Context: an optimization exercise on an open-source flow, tuned for small area and a short achievable clock period. The choices shown serve that exercise and are no tape-out recipe.
Only simulation tests tie the RTL to the original design; equivalence was not proved.
Power is estimated from default activity; no workload was simulated.

## omt_pe_tile
module omt_pe_tile (
    input  wire         clk,
    input  wire         rst,
    input  wire         cmd_valid,
    input  wire [1:0]   cmd_op,
    input  wire [3:0]   a_addr,
    input  wire [3:0]   b_addr,
    input  wire [3:0]   w_addr,
    input  wire [2:0]   b_src,
    input  wire [1:0]   k_src,
    input  wire [7:0]   tt_r,
    input  wire [7:0]   tt_c,
    input  wire [2:0]   dest,
    input  wire         carry_en,
    input  wire         mask_mode,
    input  wire [1:0]   bcn_req,
    input  wire [7:0]   edge_mode,     
    input  wire [15:0]  b_const,
    input  wire [4:0]   plane_sel,
    input  wire [63:0]  plane_wdata,
    output reg          rd_valid,
    output reg  [63:0]  rd_data,
    output wire         bcn_valid,
    output wire         bcn_or,
    output wire [6:0]   bcn_count,
    output wire [5:0]   bcn_first,
    output wire         bcn_none
);
    localparam ROWS = 8;
    localparam COLS = 8;
    localparam NPE  = ROWS * COLS;
    wire v      = cmd_valid & ~rst;
    wire exec   = v && (cmd_op == 2'd0);
    wire pwrite = v && (cmd_op == 2'd1);
    wire pread  = v && (cmd_op == 2'd2);
    wire [4:0] a_row = pread ? plane_sel : {1'b0, a_addr};
    reg         rst_c, exec_c, pwrite_c, pread_c, bcn_c, mask_c, carry_c;
    reg  [3:0]  w_addr_c;
    reg  [2:0]  dest_c, b_src_c;
    reg  [1:0]  k_src_c;
    reg  [7:0]  edge_c, ttr_c, ttc_c;
    reg  [4:0]  plane_c;
    reg         bconst_c;
    reg  [15:0] asel_c, bsel_c;
    reg         fwd_a_c, fwd_b_c;
    reg  [63:0] wdata_c;
    function writes_row;
        input [4:0] x;
        begin
            writes_row = rst_c ||
  ...
Size: about 7,200 cells after synthesis, about 1,900 flip-flops, ~220 I/O pins, ~86,000 sq um of cells after synthesis.
==> module omt_pe, before the edit <==
module omt_pe (
    input  wire        clk,
    input  wire [15:0] asel,        
    input  wire [15:0] bsel,        
    input  wire        fwd_a,       
    input  wire        fwd_b,
    input  wire        pwrite_a,    
    input  wire        wbit,        
    input  wire        rst_b,       
    input  wire        use_w,       
    input  wire [15:0] wmem_n,      
    input  wire [20:16] pw_n,       
    input  wire        wc_n,        
    input  wire        wm_n,        
    input  wire        wf_n,        
    input  wire        wx_n,
    input  wire        wy_n,
    input  wire        mask_mode,
    input  wire        rsel_k,      
    input  wire        rsel_m,      
    input  wire [3:0]  ksel,        
    input  wire        sel_own,     
    input  wire        sel_n,       
    input  wire        sel_e,
    input  wire        sel_s,
    input  wire        sel_w,
    input  wire        bconst,      
    input  wire [7:0]  tt_r,
    input  wire [7:0]  tt_c,
    input  wire        src_n,       
    input  wire        src_e,
    input  wire        src_s,
    input  wire        src_w,
    output reg         b_raw,
    output wire        rbit,
    output wire        f_out,
    output wire        m_out
);
    reg [15:0] mem;
    reg c_r, m_r, f_r, x_r, y_r;
    reg a_raw;
    wire dw;
    wire wr_en;    
    wire rd_a = |(asel & mem);
    wire rd_b = |(bsel & mem);
    always @(posedge clk) begin
        a_raw <= pwrite_a ? wbit : (fwd_a & wr_en) ? dw : rd_a;
        b_raw <= (fwd_b & wr_en) ? dw : rd_b;
    end
    wire b_bit = (sel_own & b_raw) | (sel_n & src_n) | (sel_e & src_e) |
                 (sel_s & src_s) | (sel_w & src_w) | bconst;
    wire k_bit = (ksel[0] & c_r) | (ksel[1] & f_r) | (ksel[2] & x_r) |
                 (ksel[3] & y_r);
    wire [2:0] idx = {a_raw, b_bit, k_bit};
    wire r  = tt_r[idx];
    wire g  = tt_c[idx];
    wire en = mask_mode | m_r;
    assign wr_en = en | use_w;
    assign dw = use_w ? a_raw : r;
    wire dc = use_w ? a_raw : g;
    wire dm = rst_b | (use_w ? a_raw : r);
    integer j;
    always @(posedge clk) begin
        for (j = 0; j < 16; j = j + 1)
            if (!wmem_n[j] & wr_en)
                mem[j] <= dw;
        if (!(pw_n[16] & (wc_n | ~en))) c_r <= dc;
        if (!(pw_n[17] & wm_n))          m_r <= dm;
        if (!(pw_n[18] & (wf_n | ~en))) f_r <= dw;
        if (!(pw_n[19] & (wx_n | ~en))) x_r <= dw;
        if (!(pw_n[20] & (wy_n | ~en))) y_r <= dw;
    end
    assign rbit = a_raw | (rsel_k & k_bit) | (rsel_m & m_r);
    assign f_out = f_r;
    assign m_out = m_r;
endmodule
export LEC_CHECK = 0
export CAP_MARGIN = 35
export CORE_MARGIN = 2
export CORE_UTILIZATION = 30
export CTS_CLUSTER_DIAMETER = 90
export CTS_CLUSTER_SIZE = 24
export PLACE_DENSITY = 0.45
export SETUP_SLACK_MARGIN = 4.95
export SLEW_MARGIN = 20
create_clock -name core_clock -period 8.0 [get_ports {clk}]
standard.sh (not shown) runs the stock make flow with config.mk's settings and CLKGATE_MAP_FILE= SYNTH_SCRIPT=/design/flow/synth_recipe.tcl, a recipe that flattens the netlist after the stock synthesis.
==> flow/flow/run.sh <==
#!/bin/bash
# Layout flow: the standard ORFS flow (standard.sh), with these changes
# to how the layout is made:
#  - synthesis maps the logic with an area-oriented ABC script
#    (flow/abc_area_nf.script) in place of ORFS's abc_speed.script; the
#    rest of the synthesis (registers included) is the standard one;
#  - sky130_fd_sc_hd__a222oi_1 is added to the platform's don't-use cells
#    (it has no stronger size, so the timing repair cannot fix it when it
#    ends up driving a long wire);
#  - ports are buffered with sky130_fd_sc_hd__buf_1 (resized later by the
#    timing repair where needed).
# Each tool's output is in the ORFS logs under orfs/logs/; make's own output
# is in flow_make.log.
set -euo pipefail
W=$(pwd)
rm -rf "$W/flow_scripts"
cp -r "$FLOW_HOME/scripts" "$W/flow_scripts"
cp "$W/flow/abc_area_nf.script" "$W/flow_scripts/abc_speed.script"
DU="$(sed -n '/DONT_USE_CELLS/,/^$/p' "$FLOW_HOME/platforms/sky130hd/config.mk" \
      | grep -o 'sky130_fd_sc_hd__[a-z0-9_]*' | tr '\n' ' ')sky130_fd_sc_hd__a222oi_1"
echo "DONT_USE_CELLS=$DU" > "$W/flow_dont_use.txt"
bash "$W/standard.sh" SCRIPTS_DIR="$W/flow_scripts" \
    BUFFER_PORTS_ARGS="-buffer_cell sky130_fd_sc_hd__buf_1" \
    DONT_USE_CELLS="$DU" finish \
    > "$W/flow_make.log" 2>&1
==> flow/flow/abc_area_nf.script <==
&get -n
&st
&dch -f
&nf -R 1000 -a
&put
The baseline ran to the end with no violations.
Rerun with:
--- a/flow/design.v
+++ b/flow/design.v
@@ -51,9 +51,11 @@
                  (sel_s & src_s) | (sel_w & src_w) | bconst;
     wire k_bit = (ksel[0] & c_r) | (ksel[1] & f_r) | (ksel[2] & x_r) |
                  (ksel[3] & y_r);
-    wire [2:0] idx = {a_raw, b_bit, k_bit};
-    wire r  = tt_r[idx];
-    wire g  = tt_c[idx];
+    wire [3:0] tr_a = a_raw ? tt_r[7:4] : tt_r[3:0];
+    wire [3:0] tc_a = a_raw ? tt_c[7:4] : tt_c[3:0];
+    wire [1:0] bk   = {b_bit, k_bit};
+    wire r  = tr_a[bk];
+    wire g  = tc_a[bk];
     wire en = mask_mode | m_r;
     assign wr_en = en | use_w;
     assign dw = use_w ? a_raw : r;
Routed wire length increases by 1.4%.
Total power goes down by 0.34%.
Final area stays flat.
Count of clock-buffer cells in the layout is higher by 3.
Via count came out higher by 3.7%.
Sequential power hardly moves.
Final cell count came out higher by 4.0%.

-- what the ideal ports hide --
The flow's constraints put no driver on any port. The routed layouts listed below were extracted and timed again, unchanged, in two steps.
Step 1 assumes that a clkbuf_16 drives the clock port and a buf_2 every other input.
Step 2 moves the port delays by t, midway between the first and last clock arrival at a register: inputs arrive t later, outputs are due t later. That takes back most of the time a late clock gives input paths.
Slacks: no drivers / after step 1 / after step 2; pairs: no drivers / after step 1.
run	t (ns)	setup slack, ns	pins driven straight from the clock port
the first run	1.019	4.831 / 4.831 / 4.445	1
the second run	1.013	4.935 / 4.871 / 4.447	1
After both steps setup and hold are still met in every run listed. The setup slack of the second run, which loses most, moves by -0.064 ns with the drivers and by -0.488 ns with both steps.
